Background: an optimization exercise with open tools, aiming at small area, a short achievable clock period and few clock cycles per item. Do not read the settings as production practice. Only simulation tests tie the RTL to the original design; equivalence was not proved.

**flow/run.sh**
```bash
#!/bin/bash
# synth_recipe.tcl (not shown) runs the flow's synth.tcl, then flattens the netlist and writes it again
# the make line also repeats each setting of config.mk as NAME=value (left out here)
make -C /OpenROAD-flow-scripts/flow DESIGN_CONFIG=/design/flow/config.mk WORK_HOME=/design/flow/orfs CLKGATE_MAP_FILE= SYNTH_SCRIPT=/design/flow/synth_recipe.tcl finish
```
**flow/config.mk**
```make
export PLATFORM = sky130hd
export DESIGN_NAME = coach_xu
export DESIGN_NICKNAME = coach_xu
export VERILOG_FILES = /design/flow/design.v
export SDC_FILE = /design/flow/constraint.sdc
export NUM_CORES = 4
export LEC_CHECK = 0
export CAP_MARGIN = 20
export CORE_MARGIN = 2
export CORE_UTILIZATION = 45
export PLACE_DENSITY = 0.6
export SETUP_SLACK_MARGIN = 4
export SLEW_MARGIN = 20
```
**flow/constraint.sdc**
```tcl
create_clock -name core_clock -period 12.0 [get_ports {clk}]
set_input_delay 2.4000 -clock core_clock [delete_from_list [all_inputs] [get_ports {clk}]]
set_output_delay 2.4000 -clock core_clock [all_outputs]
set_load 0.01 [all_outputs]
```
**flow/design.v**
```verilog
module coach_xu (
  input  wire        clk,
  input  wire        rst,
  input  wire        start,
  input  wire [35:0] insn,
  input  wire [71:0] a,
  input  wire [71:0] b,
  input  wire [71:0] d_in,
  input  wire        c_in,
  input  wire        trap_mode,
  output wire        ready,
  output reg         done,
  output reg  [71:0] result,
  output reg         wr_en,
  output wire [4:0]  flags,       
  output reg  [4:0]  flags_we,
  output reg         trap,
  output wire [3:0]  tcause,
  output reg  [1:0]  tval
);
  localparam K    = 8;            
  localparam NSEG = 72 / K;       
  localparam [71:0] SMIN = {1'b1, 71'b0};
  localparam [71:0] SMAX = {1'b0, {71{1'b1}}};
  localparam [2:0] S_IDLE = 3'd0, S_MUL = 3'd1, S_DSET = 3'd2, S_D3 = 3'd3, S_DIV = 3'd4;
  wire [7:0]  op    = insn[35:28];
  wire [5:0]  fd    = insn[27:22];
  wire [5:0]  fa    = insn[21:16];
  wire [5:0]  fb    = insn[15:10];
  wire [9:0]  func  = insn[9:0];
  wire [15:0] imm16 = insn[15:0];
  wire [21:0] imm22 = insn[21:0];
  wire [71:0] imm_s = {{56{imm16[15]}}, imm16};
  wire [71:0] imm_z = {56'b0, imm16};
  function reg_ok;
    input [5:0] f;
    input       tm;
    begin
      reg_ok = (f < 6'd40) || (tm && f < 6'd48);
    end
  endfunction
  function [6:0] blen;
    input [71:0] x;
    integer g, i;
    reg [3:0] gl;
    begin
      blen = 7'd0;
      for (g = 0; g < 9; g = g + 1) begin
        gl = 4'd0;
        for (i = 0; i < 8; i = i + 1)
          if (x[8*g+i]) gl = i + 1;
        if (gl != 4'd0) blen = 8 * g + gl;
      end
    end
  endfunction
  function [3:0] dlen;
    input [71:0] x;
    integer g;
    begin
      dlen = 4'd0;
      for (g = 0; g < NSEG; g = g + 1)
        if (|x[K*g +: K]) dlen = g + 1;
    end
  endfunction
  reg  [2:0]  state;
  reg         fin;        
  reg  [71:0] rx, ry, rd;
  reg         ry_x;       
  reg  [2:0]  r3x;        
  reg  [6:0]  cnt;        
  reg         m_div;      
  reg         m_hi;       
  reg         m_sat;      
  reg         m_chk;      
  reg         m_rem;      
  reg         m_qneg;     
  reg         m_rneg;     
  reg         m_dz;
  reg         m_ovf;      
  reg         m_zlo;      
  reg         e_v;        
  reg         e_ill;
  reg         e_wr;
  reg  [4:0]  e_fwe;
  reg  [2:0]  e_sel;      
  reg         e_zx, e_sub, e_cin;
  reg         e_chk;      
  reg         e_cadd, e_vadd, e_csh, e_vby;
  reg         e_mmu, e_mmx;
  reg         e_shl, e_sha, e_big, e_anz, e_bsx;
  reg  [6:0]  e_fn;
  localparam [2:0] R_ADD = 3'd0, R_SAT = 3'd1, R_MM = 3'd2, R_SH = 3'd3,
                   R_BXT = 3'd4, R_RD = 3'd5;
  assign ready = (state == S_IDLE) || fin;
  wire op_alu  = (op == 8'h01);
  wire op_md   = (op == 8'h02);
  wire op_sh   = (op == 8'h03);
  wire op_sat  = (op == 8'h04);
  wire op_by   = (op == 8'h05);
  wire op_addi = (op == 8'h10);
  wire op_lgi  = (op == 8'h11) || (op == 8'h12) || (op == 8'h13);
  wire op_cmpi = (op == 8'h14);
  wire op_shi  = (op == 8'h15) || (op == 8'h16) || (op == 8'h17);
  wire op_muli = (op == 8'h18);
  wire op_ldu  = (op == 8'h19);
  wire op_byi  = (op == 8'h1A) || (op == 8'h1B);
  wire alu_add = op_alu && (func == 10'h000 || func == 10'h001 || func == 10'h002);
  wire alu_sub = op_alu && (func == 10'h003 || func == 10'h004 || func == 10'h005);
  wire alu_neg = op_alu && (func == 10'h006 || func == 10'h007);
  wire alu_lg  = op_alu && (func == 10'h008 || func == 10'h009 || func == 10'h00A || func == 10'h00B);
  wire alu_cmp = op_alu && (func == 10'h00C);
  wire alu_tst = op_alu && (func == 10'h00D);
  wire alu_mm  = op_alu && (func == 10'h00E || func == 10'h00F || func == 10'h010 || func == 10'h011);
  wire alu_chk = op_alu && (func == 10'h001 || func == 10'h004 || func == 10'h007);
  wire alu_x   = op_alu && (func == 10'h002 || func == 10'h005);
  wire sat_as  = op_sat && (func == 10'h000 || func == 10'h001);
  wire sat_mul = op_sat && (func == 10'h002);
  wire md_ok   = op_md && (func[9:4] == 6'd0) && (func[3:0] <= 4'd11);
  wire md_mul  = op_md && (func[9:2] == 8'd0);         
  wire md_div  = md_ok && !md_mul;
  wire is_mul  = md_mul || op_muli || sat_mul;
  wire is_long = is_mul || md_div;
  wire [71:0] amt    = (op_sh || op_by) ? b : imm_z;
  wire        sh_big = (|amt[71:7]) || (amt[6:0] >= 7'd72);
  wire        by_big = (|amt[71:4]) || (amt[3:0] >= 4'd9);
  wire        sh_l   = (op_sh && func == 10'h000) || (op == 8'h15);
  wire        sh_r   = (op_sh && func == 10'h001) || (op == 8'h16);
  wire        by_ins = (op_by && func == 10'h002) || (op == 8'h1B);
  wire        by_sx  = op_by && func == 10'h001;
  reg        c_ill, c_wr, use_d, use_a, use_b, zero_d, zero_b;
  reg [4:0]  c_fwe;
  always @* begin
    c_ill  = 1'b0;
    c_wr   = 1'b1;
    c_fwe  = 5'b11110;
    use_d  = 1'b1;
    use_a  = 1'b1;
    use_b  = 1'b0;
    zero_d = 1'b0;
    zero_b = 1'b0;
    case (op)
      8'h01: begin
        use_b = 1'b1;
        if (alu_mm) c_fwe = 5'b0;
        if (alu_neg) begin
          use_b = 1'b0; zero_b = 1'b1;
        end
        if (alu_cmp || alu_tst) begin
          use_d = 1'b0; zero_d = 1'b1; c_wr = 1'b0;
        end
        if (!(alu_add || alu_sub || alu_neg || alu_lg || alu_cmp || alu_tst || alu_mm))
          c_ill = 1'b1;
      end
      8'h02: begin
        use_b = 1'b1;
        if (!md_ok) c_ill = 1'b1;
      end
      8'h03, 8'h15, 8'h16, 8'h17: begin
        use_b = op_sh;
        if (op_sh && func > 10'h002) c_ill = 1'b1;
      end
      8'h04: begin
        use_b = 1'b1;
        if (func > 10'h002) c_ill = 1'b1;
      end
      8'h05, 8'h1A, 8'h1B: begin
        use_b = op_by;
        if (op_by && func > 10'h002) c_ill = 1'b1;
        if (!op_by && by_big) c_ill = 1'b1;
        c_fwe = 5'b00010;
        if (by_ins) c_wr = ~by_big;
      end
      8'h10, 8'h11, 8'h12, 8'h13, 8'h18: ;
      8'h14: begin
        zero_d = 1'b1; use_d = 1'b0; c_wr = 1'b0;
      end
      8'h19: begin
        use_a = 1'b0;
        c_fwe = 5'b0;
      end
      default: begin
        c_ill = 1'b1;
        use_d = 1'b0;
        use_a = 1'b0;
      end
    endcase
    if ((use_d && !reg_ok(fd, trap_mode)) ||
        (use_a && !reg_ok(fa, trap_mode)) ||
        (use_b && !reg_ok(fb, trap_mode)) ||
        (zero_d && fd != 6'd0) ||
        (zero_b && fb != 6'd0))
      c_ill = 1'b1;
  end
  wire [71:0] y_op = (op_addi || op_cmpi) ? imm_s :
                     alu_neg ? a :
                     (op_lgi || op_shi || op_byi) ? imm_z : b;
  wire [1:0]  lg_f = op_lgi ? ((op[1:0] == 2'd1) ? 2'd0 : (op[1:0] == 2'd2) ? 2'd1 : 2'd2)
                            : (alu_tst ? 2'd0 : func[1:0]);
  reg  [71:0] pre_res;
  always @* begin
    if (op_ldu)
      pre_res = {{34{imm22[21]}}, imm22, 16'b0};
    else if (op_by || op_byi) begin
      pre_res = d_in;
      case (amt[3:0])
        4'd0: pre_res[7:0]   = a[7:0];
        4'd1: pre_res[15:8]  = a[7:0];
        4'd2: pre_res[23:16] = a[7:0];
        4'd3: pre_res[31:24] = a[7:0];
        4'd4: pre_res[39:32] = a[7:0];
        4'd5: pre_res[47:40] = a[7:0];
        4'd6: pre_res[55:48] = a[7:0];
        4'd7: pre_res[63:56] = a[7:0];
        default: pre_res[71:64] = a[7:0];
      endcase
    end else begin
      case (lg_f)
        2'd0:    pre_res = a & y_op;
        2'd1:    pre_res = a | y_op;
        2'd2:    pre_res = a ^ y_op;
        default: pre_res = a & ~y_op;
      endcase
    end
  end
  wire        k_uns  = (md_mul && func[1:0] == 2'd3) || (md_div && func[3]);
  wire [71:0] k_mb   = op_muli ? imm_s : b;
  wire        k_na   = !k_uns && a[71];
  wire        k_nb   = !k_uns && k_mb[71];
  wire [71:0] mag_a  = k_na ? (~a + 72'd1) : a;
  wire [71:0] mag_b  = k_nb ? (~k_mb + 72'd1) : k_mb;
  wire        k_swap = dlen(a ^ {72{k_na}}) < dlen(k_mb ^ {72{k_nb}});
  wire [6:0]  k_la   = blen(a ^ {72{k_na}}) + {6'd0, k_na};
  wire [6:0]  k_lb   = blen(b ^ {72{k_nb}});
  wire [6:0]  k_s    = k_la - k_lb;
  wire        k_skip = (b == 72'b0) || (k_la < k_lb);
  reg  [71:0] fs_x, fs_y;
  reg  [6:0]  fs_n;
  wire [143:0] fs_w  = {fs_x, fs_y} >> fs_n;
  wire [71:0]  fs_out = fs_w[71:0];
  reg  [71:0]  fs_ge;
  integer fi;
  always @* begin
    for (fi = 0; fi < 72; fi = fi + 1)
      fs_ge[fi] = (fi >= fs_n);
  end
  wire fs_hs = |(fs_x & fs_ge);
  wire fs_ls = |(fs_y & ~fs_ge);
  wire        d3     = (state == S_D3);
  wire [71:0] as_x   = e_zx ? 72'b0 : (d3 ? ry : rx);
  wire [71:0] as_yy  = e_sub ? ~ry : (d3 ? {ry[70:0], 1'b0} : ry);
  wire [72:0] as_sum = {1'b0, as_x} + {1'b0, as_yy} + {72'b0, e_cin};
  wire [71:0] as_res = as_sum[71:0];
  wire        as_c   = e_sub ^ as_sum[72];
  wire        as_v   = (as_x[71] == as_yy[71]) && (as_res[71] != as_x[71]);
  wire        mm_lt  = e_mmu ? as_c : (as_res[71] ^ as_v);
  reg [71:0] x_res;
  always @* begin
    case (e_sel)
      R_ADD:   x_res = as_res;
      R_SAT:   x_res = as_v ? (rx[71] ? SMIN : SMAX) : as_res;
      R_MM:    x_res = (mm_lt ^ e_mmx) ? rx : ry;
      R_SH:    x_res = e_big ? {72{e_sha & rx[71]}} : fs_out;
      R_BXT:   x_res = e_big ? 72'b0 : {{64{e_bsx & fs_out[7]}}, fs_out[7:0]};
      default: x_res = rd;
    endcase
  end
  wire x_c    = e_cadd ? as_c : (e_csh && (e_big ? e_anz : (e_shl ? fs_hs : fs_ls)));
  wire x_v    = e_vadd ? as_v : (e_vby && e_big);
  wire x_trap = e_ill || (e_chk && as_v);
  wire [71+K:0] mp_sum = {{K{1'b0}}, rd} + ry * rx[K-1:0];
  reg  [NSEG-1:1] mp_seg;
  integer si;
  always @* begin
    for (si = 1; si < NSEG; si = si + 1)
      mp_seg[si] = (|rx[K*si +: K]) && (si + cnt < NSEG);
  end
  wire mp_last = ~|mp_seg;
  wire [2:0]  d3_top = {2'b0, ry_x} + {1'b0, ry_x, ry[71]} + {2'b0, as_sum[72]};
  wire [75:0] dv_t1  = {4'b0, rx} - {3'b0, ry_x, ry};
  wire [75:0] dv_t2  = {4'b0, rx} - {2'b0, ry_x, ry, 1'b0};
  wire [75:0] dv_t3  = {4'b0, rx} - {1'b0, r3x, result};
  wire        dv_g1  = ~dv_t1[75];
  wire        dv_g2  = ~dv_t2[75];
  wire        dv_g3  = ~dv_t3[75];
  wire [1:0]  dv_q   = dv_g3 ? 2'd3 : dv_g2 ? 2'd2 : {1'b0, dv_g1};
  wire [71:0] dv_r   = dv_g3 ? dv_t3[71:0] : dv_g2 ? dv_t2[71:0] : dv_g1 ? dv_t1[71:0] : rx;
  wire [6:0]  f_n    = m_div ? 7'd0 : (7'd72 - K * cnt);
  wire        f_neg  = m_rem ? m_rneg : m_qneg;
  wire        f_lz   = m_zlo && !fs_ls;            
  wire        f_inc  = !m_hi || f_lz;
  wire [71:0] f_mag  = fs_out;
  wire [71:0] f_sv   = f_neg ? (~f_mag + {71'b0, f_inc}) : f_mag;
  wire        f_povf = fs_hs || (f_mag[71] && !(f_neg && f_mag[70:0] == 71'b0));
  wire        f_mv   = !m_div && !m_hi && f_povf;
  wire [71:0] f_res  = (m_sat && f_povf) ? (f_neg ? SMIN : SMAX) : f_sv;
  wire        f_trap = m_chk && (m_div ? (m_dz || m_ovf) : f_povf);
  wire [1:0]  f_tval = (m_div && m_dz) ? 2'd2 : 2'd1;
  wire        f_v    = m_div ? m_ovf : f_mv;
  always @* begin
    fs_x = 72'b0;
    fs_y = rx;
    fs_n = e_fn;
    if (state == S_DSET) begin
      fs_x = ry;
      fs_y = 72'b0;
    end else if (fin) begin
      fs_x = (m_div || m_hi) ? 72'b0 : rd;
      fs_y = m_div ? (m_rem ? rx : rd) : (m_hi ? rd : rx);
      fs_n = f_n;
    end else if (e_shl) begin
      fs_x = rx;
      fs_y = 72'b0;
    end else if (e_sha) begin
      fs_x = {72{rx[71]}};
    end
  end
  reg        o_c, o_v, o_dz;
  reg [1:0]  tc;
  assign tcause = {2'b00, tc};
  assign flags  = {result[71], result == 72'b0, o_c, o_v, o_dz};
  always @(posedge clk) begin
    result <= fin ? f_res :
              d3 ? as_sum[71:0] :
              (state == S_DIV) ? {r3x[1:0], result[71:2]} : x_res;
    r3x    <= d3 ? d3_top : {1'b0, r3x[2]};
    o_c    <= fin ? 1'b0 : x_c;
    o_v    <= fin ? f_v : x_v;
    o_dz   <= fin && m_dz && m_div;
    trap   <= fin ? f_trap : x_trap;
    tc     <= (!fin && e_ill) ? 2'd1 : 2'd2;
    tval   <= fin ? f_tval : (e_ill ? 2'd0 : 2'd1);
    wr_en  <= fin ? ~f_trap : (e_wr && !x_trap);
    flags_we <= fin ? (f_trap ? 5'b0 : (m_div ? 5'b11111 : 5'b11110))
                    : (x_trap ? 5'b0 : e_fwe);
  end
  wire acc = ready && start;
  always @(posedge clk) begin
    if (rst) begin
      state <= S_IDLE;
      fin   <= 1'b0;
      e_v   <= 1'b0;
      done  <= 1'b0;
    end else begin
      done <= e_v || fin;
      e_v  <= acc && !(is_long && !c_ill);
      fin  <= 1'b0;
      case (state)
        S_MUL: begin
          if (mp_last) begin
            state <= S_IDLE;
            fin   <= 1'b1;
          end
        end
        S_DSET: state <= S_D3;
        S_D3:   state <= S_DIV;
        S_DIV: begin
          if (cnt == 7'd1) begin
            state <= S_IDLE;
            fin   <= 1'b1;
          end
        end
        default: begin
          if (acc && is_long && !c_ill) begin
            if (md_div && k_skip)
              fin <= 1'b1;           
            else
              state <= md_div ? S_DSET : S_MUL;
          end
        end
      endcase
    end
  end
  always @(posedge clk) begin
    case (state)
      S_MUL: begin
        rd    <= mp_sum[71+K:K];
        rx    <= {mp_sum[K-1:0], rx[71:K]};
        m_zlo <= m_zlo && (mp_sum[K-1:0] == {K{1'b0}});
        cnt   <= cnt + 7'd1;
      end
      S_DSET: begin
        {ry_x, ry} <= fs_w[72:0];
      end
      S_D3: ;
      S_DIV: begin
        rx         <= dv_r;
        {ry_x, ry} <= {2'b0, ry_x, ry[71:2]};
        rd         <= {rd[69:0], dv_q};
        cnt <= cnt - 7'd1;
      end
      default: begin
        ry_x   <= 1'b0;
        cnt    <= md_div ? {1'b0, k_s[6:1]} + 7'd1 : 7'd0;
        m_div  <= md_div;
        m_hi   <= md_mul && func[1];
        m_sat  <= sat_mul;
        m_chk  <= op_md && (func[3:0] == 4'd1 || func[3:0] == 4'd5 || func[3:0] == 4'd7 ||
                            func[3:0] == 4'd10 || func[3:0] == 4'd11);
        m_rem  <= md_div && (func[3] ? func[0] : func[1]);
        m_qneg <= k_na ^ k_nb;
        m_rneg <= k_na;
        m_dz   <= (b == 72'b0);
        m_ovf  <= !k_uns && (a == SMIN) && (&b);
        m_zlo  <= 1'b1;
        e_ill  <= c_ill;
        e_wr   <= c_wr;
        e_fwe  <= c_fwe;
        e_zx   <= alu_neg;
        e_sub  <= alu_sub || alu_neg || alu_cmp || alu_mm || op_cmpi || (sat_as && func[0]);
        e_cin  <= (alu_sub || alu_neg || alu_cmp || alu_mm || op_cmpi || (sat_as && func[0])) ^
                  (alu_x && c_in);
        e_chk  <= alu_chk;
        e_cadd <= alu_add || alu_sub || alu_neg || alu_cmp || op_addi || op_cmpi;
        e_vadd <= alu_add || alu_sub || alu_neg || alu_cmp || op_addi || op_cmpi || sat_as;
        e_csh  <= op_sh || op_shi;
        e_vby  <= op_by || op_byi;
        e_mmu  <= func[4];
        e_mmx  <= func[0];
        e_shl  <= (op_sh || op_shi) && sh_l;
        e_sha  <= (op_sh || op_shi) && !sh_l && !sh_r;
        e_big  <= (op_sh || op_shi) ? sh_big : by_big;
        e_anz  <= |a;
        e_bsx  <= by_sx;
        e_fn   <= md_div ? (7'd72 - {k_s[6:1], 1'b0}) :
                  (op_by || op_byi) ? {amt[3:0], 3'b000} :
                  sh_l ? (7'd72 - amt[6:0]) : amt[6:0];
        e_sel  <= (sat_as) ? R_SAT :
                  (alu_mm) ? R_MM :
                  (op_sh || op_shi) ? R_SH :
                  ((op_by || op_byi) && !by_ins) ? R_BXT :
                  (alu_lg || alu_tst || op_lgi || op_ldu || op_by || op_byi) ? R_RD : R_ADD;
        if (is_long) begin
          rx <= md_div ? mag_a : (k_swap ? mag_a : mag_b);
          ry <= md_div ? mag_b : (k_swap ? mag_b : mag_a);
          rd <= 72'b0;
        end else begin
          rx <= a;
          ry <= y_op;
          rd <= pre_res;
        end
      end
    endcase
  end
endmodule
```
==> qor.txt, run 1 <==
Outcome = stopped before the end
Failed at = 5_1_grt
Log Error = [ERROR GRT-0116] Global routing finished with congestion. Check the congestion regions in the DRC Viewer.
Initial Utilization = 0.4516
Largest net degree at the start of global routing = 139
Syn avg cell area = 6.993 um2
Gr ovfl total = 10
CTS Buffer Depth = 3
Netlist Area Pre-Place = 96720 um2
Synth top area share = 0.1033
# IOs = 349
Register bit count reported by yosys = 356
Row count = 170
First-pass GRT wire length = 1099000 um
Root buffer cell = clkbuf_16
Ranking of synthesized cells by area = fa_1, edfxtp_1, a21oi_1, ha_1, nand2_1
YS warnings = 1
Hold_buf cts = 0
Netlist cell types = 119
Post-Synthesis Cells = 13.83k
Commonest cells post-synth = nand2_1, a21oi_1, o21ai_0
Count leader, synth = nand2_1
TritonCTS Buffers = 50
Asr flop ratio synth = 0
DP HPWL = 588500 um
Die height = 467.6 um
Post-placement cell area = 104700 um2
Vias in the first global route = 132.0k
CTS sink cnt = 356
Area leader, netlist = fa_1
CTS H-Tree Depth = 2
Sequential-to-total area share from yosys stat = 0.1009
# port buffers = 346
Main synth FF type = edfxtp_1
Post-synth EDFFs = 263
Final GP Congestion = 1.270
Total Routing Usage GR = 0.7129
Die width = 467.6 um
==> cell families after synthesis <==
kind of cell	count (synthesis)	synth area share
compound gates	5269	0.3534
simple gates	4354	0.2093
buf+inv	1956	0.08089
fa+ha+maj	1019	0.1704
xor+xnor	583	0.05279
flops	356	0.1009
mux	293	0.03231
other cells	1	0.00003877
==> metal layers <==
layer / GRT usage / GRT overflow
met4: 0.6745 / 5
met5: 0.2205 / 0
met1: 0.7402 / 0
met2: 0.8666 / 5
met3: 0.5558 / 0
==> worst min-delay path by stage <==
stage / from / end / slack [ns]
CTS: e_v / done / 0.44
detailed placement: r3x[2] / r3x[0] / 0.45
global placement: r3x[2] / r3x[0] / 0.46
floorplan: e_v / done / 0.41
==> stage by stage <==
stage	cells	hold slack (ns)	util	worst slack [ns]
after floorplan	13830	0.4114	-	3.997
after global placement	16480	0.4586	0.4883	1.926
after detailed placement	16480	0.4471	0.4888	1.985
after CTS	16640	0.4438	0.5027	3.957
==> what timing repair did <==
| action | 4_1_cts |
|---|---|
| pin swaps | 23 |
| gates cloned | 5 |
| endpoints found under the setup margin | 341 |
| gates resized for setup | 150 |
| setup buffers | 55 |
Testbench counts, summed over its fixed seeds: cycles 10,450, items 4,800.
==> run 2: changes to the inputs <==
--- a/flow/design.v
+++ b/flow/design.v
@@ -84,4 +84,4 @@
   reg  [4:0]  e_fwe;
-  reg  [2:0]  e_sel;      
-  reg         e_zx, e_sub, e_cin;
+  reg         e_add, e_sat, e_mm, e_sh, e_bxt, e_rd;    
+  reg         e_sub, e_cin;
   reg         e_chk;      
@@ -91,4 +91,2 @@
   reg  [6:0]  e_fn;
-  localparam [2:0] R_ADD = 3'd0, R_SAT = 3'd1, R_MM = 3'd2, R_SH = 3'd3,
-                   R_BXT = 3'd4, R_RD = 3'd5;
   assign ready = (state == S_IDLE) || fin;
@@ -196,2 +194,3 @@
                      (op_lgi || op_shi || op_byi) ? imm_z : b;
+  wire a_sub = alu_sub || alu_neg || alu_cmp || alu_mm || op_cmpi || (sat_as && func[0]);
   wire [1:0]  lg_f = op_lgi ? ((op[1:0] == 2'd1) ? 2'd0 : (op[1:0] == 2'd2) ? 2'd1 : 2'd2)
@@ -230,5 +229,9 @@
   wire [71:0] mag_b  = k_nb ? (~k_mb + 72'd1) : k_mb;
-  wire        k_swap = dlen(a ^ {72{k_na}}) < dlen(k_mb ^ {72{k_nb}});
-  wire [6:0]  k_la   = blen(a ^ {72{k_na}}) + {6'd0, k_na};
-  wire [6:0]  k_lb   = blen(b ^ {72{k_nb}});
+  wire [3:0]  k_dap  = dlen(a),    k_dan = dlen(~a);
+  wire [3:0]  k_dbp  = dlen(k_mb), k_dbn = dlen(~k_mb);
+  wire        k_swap = (k_na ? k_dan : k_dap) < (k_nb ? k_dbn : k_dbp);
+  wire [6:0]  k_lap  = blen(a),  k_lan = blen(~a) + 7'd1;
+  wire [6:0]  k_lbp  = blen(b),  k_lbn = blen(~b);
+  wire [6:0]  k_la   = k_na ? k_lan : k_lap;
+  wire [6:0]  k_lb   = k_nb ? k_lbn : k_lbp;
   wire [6:0]  k_s    = k_la - k_lb;
@@ -247,21 +250,18 @@
   wire fs_ls = |(fs_y & ~fs_ge);
-  wire        d3     = (state == S_D3);
-  wire [71:0] as_x   = e_zx ? 72'b0 : (d3 ? ry : rx);
-  wire [71:0] as_yy  = e_sub ? ~ry : (d3 ? {ry[70:0], 1'b0} : ry);
-  wire [72:0] as_sum = {1'b0, as_x} + {1'b0, as_yy} + {72'b0, e_cin};
+  reg         d3;         
+  wire [72:0] as_sum = {1'b0, rx} + {1'b0, ry} + {72'b0, e_cin};
   wire [71:0] as_res = as_sum[71:0];
   wire        as_c   = e_sub ^ as_sum[72];
-  wire        as_v   = (as_x[71] == as_yy[71]) && (as_res[71] != as_x[71]);
+  wire        as_v   = (rx[71] == ry[71]) && (as_res[71] != rx[71]);
   wire        mm_lt  = e_mmu ? as_c : (as_res[71] ^ as_v);
-  reg [71:0] x_res;
-  always @* begin
-    case (e_sel)
-      R_ADD:   x_res = as_res;
-      R_SAT:   x_res = as_v ? (rx[71] ? SMIN : SMAX) : as_res;
-      R_MM:    x_res = (mm_lt ^ e_mmx) ? rx : ry;
-      R_SH:    x_res = e_big ? {72{e_sha & rx[71]}} : fs_out;
-      R_BXT:   x_res = e_big ? 72'b0 : {{64{e_bsx & fs_out[7]}}, fs_out[7:0]};
-      default: x_res = rd;
-    endcase
-  end
+  wire        sat_cl = e_sat && as_v;
+  wire        mm_a   = mm_lt ^ e_mmx;
+  wire [71:0] x_res  = ({72{e_add || (e_sat && !as_v)}} & as_res) |
+                       ({72{sat_cl}} & {rx[71], {71{!rx[71]}}}) |
+                       ({72{e_mm && mm_a}} & rx) |
+                       ({72{e_mm && !mm_a}} & ~ry) |
+                       ({72{e_sh && !e_big}} & fs_out) |
+                       ({72{e_sh && e_big && e_sha}} & {72{rx[71]}}) |
+                       ({72{e_bxt && !e_big}} & {{64{e_bsx & fs_out[7]}}, fs_out[7:0]}) |
+                       ({72{e_rd}} & rd);
   wire x_c    = e_cadd ? as_c : (e_csh && (e_big ? e_anz : (e_shl ? fs_hs : fs_ls)));
@@ -269,3 +269,4 @@
   wire x_trap = e_ill || (e_chk && as_v);
-  wire [71+K:0] mp_sum = {{K{1'b0}}, rd} + ry * rx[K-1:0];
+  wire [K-1:0]  mp_dg  = d3 ? 3 : rx[K-1:0];
+  wire [71+K:0] mp_sum = {{K{1'b0}}, rd} + ry * mp_dg;
   reg  [NSEG-1:1] mp_seg;
@@ -277,3 +278,3 @@
   wire mp_last = ~|mp_seg;
-  wire [2:0]  d3_top = {2'b0, ry_x} + {1'b0, ry_x, ry[71]} + {2'b0, as_sum[72]};
+  wire [2:0]  d3_top = mp_sum[74:72] + {1'b0, ry_x, ry_x};
   wire [75:0] dv_t1  = {4'b0, rx} - {3'b0, ry_x, ry};
@@ -322,3 +323,3 @@
     result <= fin ? f_res :
-              d3 ? as_sum[71:0] :
+              d3 ? mp_sum[71:0] :
               (state == S_DIV) ? {r3x[1:0], result[71:2]} : x_res;
@@ -339,2 +340,3 @@
       state <= S_IDLE;
+      d3    <= 1'b0;
       fin   <= 1'b0;
@@ -346,2 +348,3 @@
       fin  <= 1'b0;
+      d3   <= (state == S_DSET);
       case (state)
@@ -407,6 +410,4 @@
         e_fwe  <= c_fwe;
-        e_zx   <= alu_neg;
-        e_sub  <= alu_sub || alu_neg || alu_cmp || alu_mm || op_cmpi || (sat_as && func[0]);
-        e_cin  <= (alu_sub || alu_neg || alu_cmp || alu_mm || op_cmpi || (sat_as && func[0])) ^
-                  (alu_x && c_in);
+        e_sub  <= a_sub;
+        e_cin  <= a_sub ^ (alu_x && c_in);
         e_chk  <= alu_chk;
@@ -426,7 +427,9 @@
                   sh_l ? (7'd72 - amt[6:0]) : amt[6:0];
-        e_sel  <= (sat_as) ? R_SAT :
-                  (alu_mm) ? R_MM :
-                  (op_sh || op_shi) ? R_SH :
-                  ((op_by || op_byi) && !by_ins) ? R_BXT :
-                  (alu_lg || alu_tst || op_lgi || op_ldu || op_by || op_byi) ? R_RD : R_ADD;
+        e_sat  <= sat_as;
+        e_mm   <= alu_mm;
+        e_sh   <= op_sh || op_shi;
+        e_bxt  <= (op_by || op_byi) && !by_ins;
+        e_rd   <= alu_lg || alu_tst || op_lgi || op_ldu || by_ins;
+        e_add  <= !(sat_as || alu_mm || op_sh || op_shi || op_by || op_byi ||
+                    alu_lg || alu_tst || op_lgi || op_ldu);
         if (is_long) begin
@@ -436,4 +439,4 @@
         end else begin
-          rx <= a;
-          ry <= y_op;
+          rx <= alu_neg ? 72'b0 : a;
+          ry <= a_sub ? ~y_op : y_op;
           rd <= pre_res;
--- a/flow/config.mk
+++ b/flow/config.mk
@@ -9,5 +9,5 @@
 export CORE_MARGIN = 2
-export CORE_UTILIZATION = 45
-export PLACE_DENSITY = 0.6
-export SETUP_SLACK_MARGIN = 4
+export CORE_UTILIZATION = 27
+export PLACE_DENSITY = 0.45
+export SETUP_SLACK_MARGIN = 5
 export SLEW_MARGIN = 20
==> qor.txt, run 2 <==
Root buffer cell = clkbuf_16
Placed cells = 18.60k
Skew-Pair Late Insertion Delay = 0.77 ns
Initial antenna violation count = 112
Total Routing Usage GR = 0.4851
Row count = 220
Vias in the first global route = 123.2k
Asr flop ratio synth = 0
Via count = 133.8k
Final Hold Viols = 0
Commonest cells after routing, fill and taps aside = nand2_1, a21oi_1, buf_4, nor2_1, o21ai_0
Routed len/inst = 47.83 um
Sequential-to-total area share from yosys stat = 0.1008
Fmax = 0.1274 GHz
Max-slew headroom = 0.1077
Post-Synth Adder-Cell Area = 0.1676
Count leader, synth = nand2_1
# port buffers = 346
First-pass GRT wire length = 1201000 um
DP HPWL = 703200 um
Post-synthesis mux area share = 0.02996
Main synth FF type = edfxtp_1
CTS tree = done
Post-Synthesis Cells = 13.81k
Clk slew on worst S/H paths = 0.06 ns
Worst-Margin Slew = 1.334 ns
Synth Area in Simple Gates = 0.2300
DR vias/cell = 6.899
Maxcap violations = 0
YS warnings = 1
Post-synthesis compound-gate area fraction = 0.3269
Final Cycle Share = 0.6540
# IOs = 349
Setup TNS = 0 ns
Initial Utilization = 0.2711
Gr ovfl total = 0
Netlist cell types = 131
Layout Skew = 0.08807 ns
Post-synth EDFFs = 264
Routed wire length = 927400 um
Die area = 365300 um2
Setup violators final = 0
Max FO, Critical Path = 10
Nets@finish = 15.75k
Finished Layout Cells = 19.39k
DRT iter0 DRCs = 21.08k
CP max stage cell = fa_2
Post-placement cell area = 109800 um2
Synth top area share = 0.1029
Post-route ant nets = 0
Fillers = 39.05k
Register bit count reported by yosys = 358
Synth Area in XOR/XNOR = 0.05778
Fraction of layout cells with a size suffix above 1 = 0.1904
TritonCTS Buffers = 51
Netlist Area Pre-Place = 97320 um2
CP endpoint kind = flip-flop
CTS H-Tree Depth = 2
Hold WC Path Type = flip-flop to flip-flop
Critical path's largest stage delay = 0.63 ns
Die width = 604.4 um
Commonest cells post-synth = nand2_1, a21oi_1, nor2_1
Area leader, netlist = fa_1
Largest family of logic cells by synthesized area = compound AO/OA/AOI/OAI gates
CTS Buffer Depth = 3
Outcome = timing/DRC/antenna clean
Hold_buf cts = 0
Tmin final = 7.849 ns
CP Class = flip-flop to flip-flop
Final GP Congestion = 1.126
Area growth, synth to finish = 28.39%
Post-route setup slack = 4.151 ns
DRC = 0
Drt pass-1 iters = 9
Critical Path RT = 12.61 ns
Critical Path AT = 8.46 ns
Slew Viols, Final = 0
RSZ-0062 raised after global routing = true
Most common cell after layout, fill and taps aside = nand2_1
Die height = 604.4 um
Post-route cell area = 124900 um2
Startpoint class of the critical path = flip-flop
Syn avg cell area = 7.048 um2
Setup WS pre-CTS = 2.295 ns
Core area = 358900 um2
Ranking of synthesized cells by area = fa_1, edfxtp_1, ha_1, a21oi_1, nand2_1
CTS sink cnt = 358
Largest net degree at the start of global routing = 122
==> run 2: cell types whose count changed after synthesis, moves of 70 or more <==
cell	previous run	this run
o22ai_1	270	193
xnor2_1	379	500
inv_1	778	942
a2bb2oi_1	86	16
nand2_1	1611	1522
a21oi_1	1460	1247
o211ai_1	259	185
nor3_1	265	375
==> run 2: area by class of cell <==
| class | instances | area (um2) | share of cell area |
|---|---|---|---|
| Clock inverter | 27 | 296.5 | 0.002373 |
| Antenna cell | 79 | 197.7 | 0.001582 |
| Tap cell | 4773 | 5972 | 0.04780 |
| Sequential cell | 358 | 9831 | 0.07868 |
| Inverter | 967 | 3762 | 0.03011 |
| Multi-Input combinational cell | 11350 | 86420 | 0.6916 |
| Timing Repair Buffer | 1766 | 17010 | 0.1361 |
| Clock buffer | 69 | 1458 | 0.01167 |
| Timing Repair inverter | 1 | 8.758 | 0.00007010 |
==> run 2: final timing paths <==
check	from	end	slack [ns]	cells past startpoint
max	d3	r3x[1]	4.15	29
min	e_fwe[3]	flags_we[3]	0.45	2
max reg2reg	d3	r3x[1]	4.15	29
min reg2reg	e_fwe[3]	flags_we[3]	0.45	2
==> run 2: per-stage QoR <==
stage,util,hold WS [ns]
after floorplan,-,0.4081
after global placement,0.3056,0.4466
after detailed placement,0.3058,0.4361
after CTS,0.3329,0.4541
after global routing,0.3477,0.4924
final,0.3481,0.4532
==> run 2: repair_timing <==
| item | in CTS | in global routing |
|---|---|---|
| resized for setup | 993 | 675 |
| pin swaps | 158 | 285 |
| setup buffers | 326 | 222 |
| endpoints found under the setup margin | 385 | 337 |
| cloned | 38 | 12 |
==> run 2: per-layer routing <==
| metal | wire (um) | track usage | vias up |
|---|---|---|---|
| met3 | 122600 | 0.1930 | 3665 |
| li1 | - | - | 52200 |
| met1 | 327700 | 0.5592 | 66330 |
| met5 | 534 | 0.001960 | - |
| met4 | 111600 | 0.4538 | 52 |
| met2 | 364900 | 0.6802 | 11510 |
==> run 2: logic make-up (layout without fill, tap and decap cells) <==
family / Yosys count / in the layout
DFF: 358 / 358
AOI/OAI and AO/OA: 4812 / 4813
muxes: 282 / 282
xor gates and xnor gates: 642 / 642
other: 1 / 81
adders and majority gates: 1004 / 1004
buffers and inverters: 2120 / 2830
and+or+nand+nor: 4590 / 4605
==> run 2: critical path: cells and delay by family, from the launching register on <==
family	cells	cell delay [ns]
compound gates	9	2.56
xor+xnor	1	0.13
fa+ha+maj	7	2.98
buf+inv	8	1.19
flops	1	0.46
simple gates	4	0.33
Testbench counts of run 2, summed over its fixed seeds: cycles 10,450, items 4,800.
==> run 3: changes to the inputs <==
--- a/flow/design.v
+++ b/flow/design.v
@@ -229,9 +229,14 @@
   wire [71:0] mag_b  = k_nb ? (~k_mb + 72'd1) : k_mb;
-  wire [3:0]  k_dap  = dlen(a),    k_dan = dlen(~a);
-  wire [3:0]  k_dbp  = dlen(k_mb), k_dbn = dlen(~k_mb);
-  wire        k_swap = (k_na ? k_dan : k_dap) < (k_nb ? k_dbn : k_dbp);
-  wire [6:0]  k_lap  = blen(a),  k_lan = blen(~a) + 7'd1;
-  wire [6:0]  k_lbp  = blen(b),  k_lbn = blen(~b);
-  wire [6:0]  k_la   = k_na ? k_lan : k_lap;
-  wire [6:0]  k_lb   = k_nb ? k_lbn : k_lbp;
+  wire [71:0] k_ax   = a ^ {72{a[71]}};
+  wire [71:0] k_bx   = b ^ {72{b[71]}};
+  wire [3:0]  k_da0  = dlen(k_ax);
+  wire [15:0] k_ix   = imm16 ^ {16{imm16[15]}};
+  wire [3:0]  k_db0  = op_muli ? ((|k_ix[15:8]) ? 4'd2 : {3'd0, |k_ix[7:0]}) : dlen(k_bx);
+  wire [3:0]  k_da   = (a[71] && !k_na) ? NSEG : k_da0;
+  wire [3:0]  k_db   = (k_mb[71] && !k_nb) ? NSEG : k_db0;
+  wire        k_swap = k_da < k_db;
+  wire [6:0]  k_la0  = blen(k_ax);
+  wire [6:0]  k_lb0  = blen(k_bx);
+  wire [6:0]  k_la   = k_na ? k_la0 + 7'd1 : (a[71] ? 7'd72 : k_la0);
+  wire [6:0]  k_lb   = (b[71] && !k_nb) ? 7'd72 : k_lb0;
   wire [6:0]  k_s    = k_la - k_lb;
--- a/flow/config.mk
+++ b/flow/config.mk
@@ -8,6 +8,8 @@
 export CAP_MARGIN = 20
+export CELL_PAD_IN_SITES_DETAIL_PLACEMENT = 1
+export CELL_PAD_IN_SITES_GLOBAL_PLACEMENT = 2
 export CORE_MARGIN = 2
-export CORE_UTILIZATION = 27
-export PLACE_DENSITY = 0.45
-export SETUP_SLACK_MARGIN = 5
+export CORE_UTILIZATION = 30
+export PLACE_DENSITY = 0.5
+export SETUP_SLACK_MARGIN = 4
 export SLEW_MARGIN = 20
==> qor.txt, run 3 <==
Synth top area share = 0.1037
Startpoint class of the critical path = flip-flop
Outcome = timing/DRC/antenna clean
Ranking of synthesized cells by area = fa_1, edfxtp_1, ha_1, a21oi_1, nand2_1
CTS sink cnt = 358
Die area = 326400 um2
Largest net degree at the start of global routing = 121
Critical Path AT = 9.02 ns
Sequential-to-total area share from yosys stat = 0.1016
Drt pass-1 iters = 7
Post-synth EDFFs = 264
DRT iter0 DRCs = 19.46k
Netlist cell types = 117
Area growth, synth to finish = 17.81%
Final Hold Viols = 0
Setup WS pre-CTS = 1.881 ns
Critical Path RT = 12.57 ns
Finished Layout Cells = 18.25k
Final GP Congestion = 1.127
Count leader, synth = nand2_1
CTS tree = done
Main synth FF type = edfxtp_1
Skew-Pair Late Insertion Delay = 0.80 ns
Post-Synthesis Cells = 13.62k
Setup violators final = 0
Fraction of layout cells with a size suffix above 1 = 0.1204
Worst-Margin Slew = 1.418 ns
Max-slew headroom = 0.05496
DP HPWL = 711100 um
Maxcap violations = 0
DRC = 0
Register bit count reported by yosys = 358
Nets@finish = 15.07k
Routed wire length = 894800 um
Syn avg cell area = 7.087 um2
Clk slew on worst S/H paths = 0.07 ns
CTS Buffer Depth = 3
Area leader, netlist = fa_1
Gr ovfl total = 0
YS warnings = 1
First-pass GRT wire length = 1174000 um
# IOs = 349
Tmin final = 8.447 ns
# port buffers = 346
Initial Utilization = 0.3011
Hold WC Path Type = flip-flop to flip-flop
Commonest cells after routing, fill and taps aside = nand2_1, a21oi_1, nor2_1, o21ai_0, buf_4
Asr flop ratio synth = 0
Total Routing Usage GR = 0.5256
Final Util = 0.3548
RSZ-0062 raised after global routing = true
Routed len/inst = 49.04 um
Post-route setup slack = 3.553 ns
Placed cells = 17.91k
DR vias/cell = 7.236
Layout Skew = 0.1157 ns
Die height = 571.3 um
Vias in the first global route = 127.0k
Via count = 132.0k
Row count = 208
Fmax = 0.1184 GHz
Max FO, Critical Path = 47
Slew Viols, Final = 0
Netlist Area Pre-Place = 96550 um2
Setup TNS = 0 ns
Post-route ant nets = 0
Most common cell after layout, fill and taps aside = nand2_1
CP endpoint kind = flip-flop
Commonest cells post-synth = nand2_1, a21oi_1, nor2_1
Hold_buf cts = 0
TritonCTS Buffers = 55
CP Class = flip-flop to flip-flop
Fillers = 39.30k
Root buffer cell = clkbuf_16
Die width = 571.3 um
Final Cycle Share = 0.7039
Initial antenna violation count = 102
Core area = 320600 um2
CTS H-Tree Depth = 2
run 3: cell types whose count changed in the layout (fill, tap and decap cells not counted), moves of 45 or more:
cell and change:
o311a_1 -45, ha_1 +70, clkdlybuf4s50_1 +79, nor3_1 +98
a21oi_1 -49, xor2_1 +79, buf_12 -61, ha_4 -53
xnor2_1 -56, buf_6 -72, buf_4 -267, inv_1 -52
o31ai_1 +68
run 3: layout make-up:
cell class	count	area [um2]	share of cell area
repair buffers	1309	11630	0.1023
inverters	861	3296	0.02897
diodes	83	207.7	0.001826
clock inverters	36	379.1	0.003333
multi-input cells	11230	81520	0.7167
flip-flops and latches	358	9827	0.08639
well taps	4305	5386	0.04735
clock buffers	68	1498	0.01317
run 3: repair_timing:
item	4_1_cts	5_1_grt
gates resized for setup	176	166
setup endpoints to repair	277	165
cloned	2	5
setup buffers	71	62
pin swaps	23	20
run 3: worst max-delay path: stages, from the launching register on:
cell       delay [ns]
dfxtp_2          0.59
or3b_4           0.59
buf_12           0.27
a21oi_4          0.20
buf_6            0.41
buf_6            0.38
nor2_1           0.28
buf_4            0.26
a22oi_1          0.33
nand2_1          0.09
o221ai_1         0.66
a22oi_1          0.44
and3_1           0.55
buf_4            0.38
nand4b_1         0.31
nor3_2           0.20
buf_4            0.22
nand4_1          0.56
nor2_1           0.54
buf_4            0.22
a21oi_1          0.08
a2111oi_1        0.51
run 3: cell families after synthesis:
kind of cell	count (synthesis)	synth area share
AO/OA/AOI/OAI	4767	0.3300
XOR/XNOR	643	0.05833
adder cells (fa/ha/maj)	1006	0.1692
buffers and inverters	2043	0.08307
flip-flops	358	0.1016
multiplexers	242	0.02601
other	1	0.00003884
AND/OR/NAND/NOR	4563	0.2317
run 3: metal layers:
layer | GRT usage | part of all wire | vias to the layer above
li1 | - | - | 50690
met1 | 0.5998 | 0.36 | 66640
met2 | 0.7414 | 0.40 | 11050
met3 | 0.2150 | 0.13 | 3604
met4 | 0.4854 | 0.11 | 52
met5 | 0.007790 | 0.00064 | -
run 3: path summary, 6_finish.rpt:
| check | startpoint | end | slack, ns | cells past startpoint |
|---|---|---|---|---|
| setup / recovery | state[1] | result[45] | 3.55 | 21 |
| hold / removal | e_v | done | 0.46 | 2 |
| setup reg to reg | state[1] | result[45] | 3.55 | 21 |
| hold reg to reg | e_v | done | 0.46 | 2 |
run 3: per-stage QoR:
step	area [um2]	hold slack [ns]
6_report	113700	0.4568
3_5_place_dp	108500	0.4505
2_1_floorplan	96560	0.4114
4_1_cts	111900	0.4634
3_3_place_gp	108300	0.4493
5_1_grt	113600	0.4869
Testbench counts of run 3, summed over its fixed seeds: cycles 10,450, items 4,800.

separate check: timing with driven ports:
How much do the figures lean on ideal ports? The routed layouts below were timed once more, with nothing changed but the port constraints.
Step 1 assumes that a clkbuf_16 drives the clock port and a buf_2 every other input.
Step 2 times the ports against the registers' clock, not the clock port: input delays grow and output delays shrink by t, the midpoint of the rising clock arrivals with the driver on.
Slacks: ideal ports / drivers / drivers and shift; pairs: ideal ports / drivers.
run | shift t [ns] | slack for setup (ns) | hold WS [ns]
run 2 | 0.819 | 4.151 / 4.151 / 3.920 | 0.453 / 0.453 / 0.453
run 3 | 0.840 | 3.553 / 3.553 / 3.032 | 0.457 / 0.457 / 0.457
After both steps setup and hold are still met in every run listed. The setup slack of run 3, which loses most, moves by 0.000 ns with the drivers and by -0.521 ns with both steps.
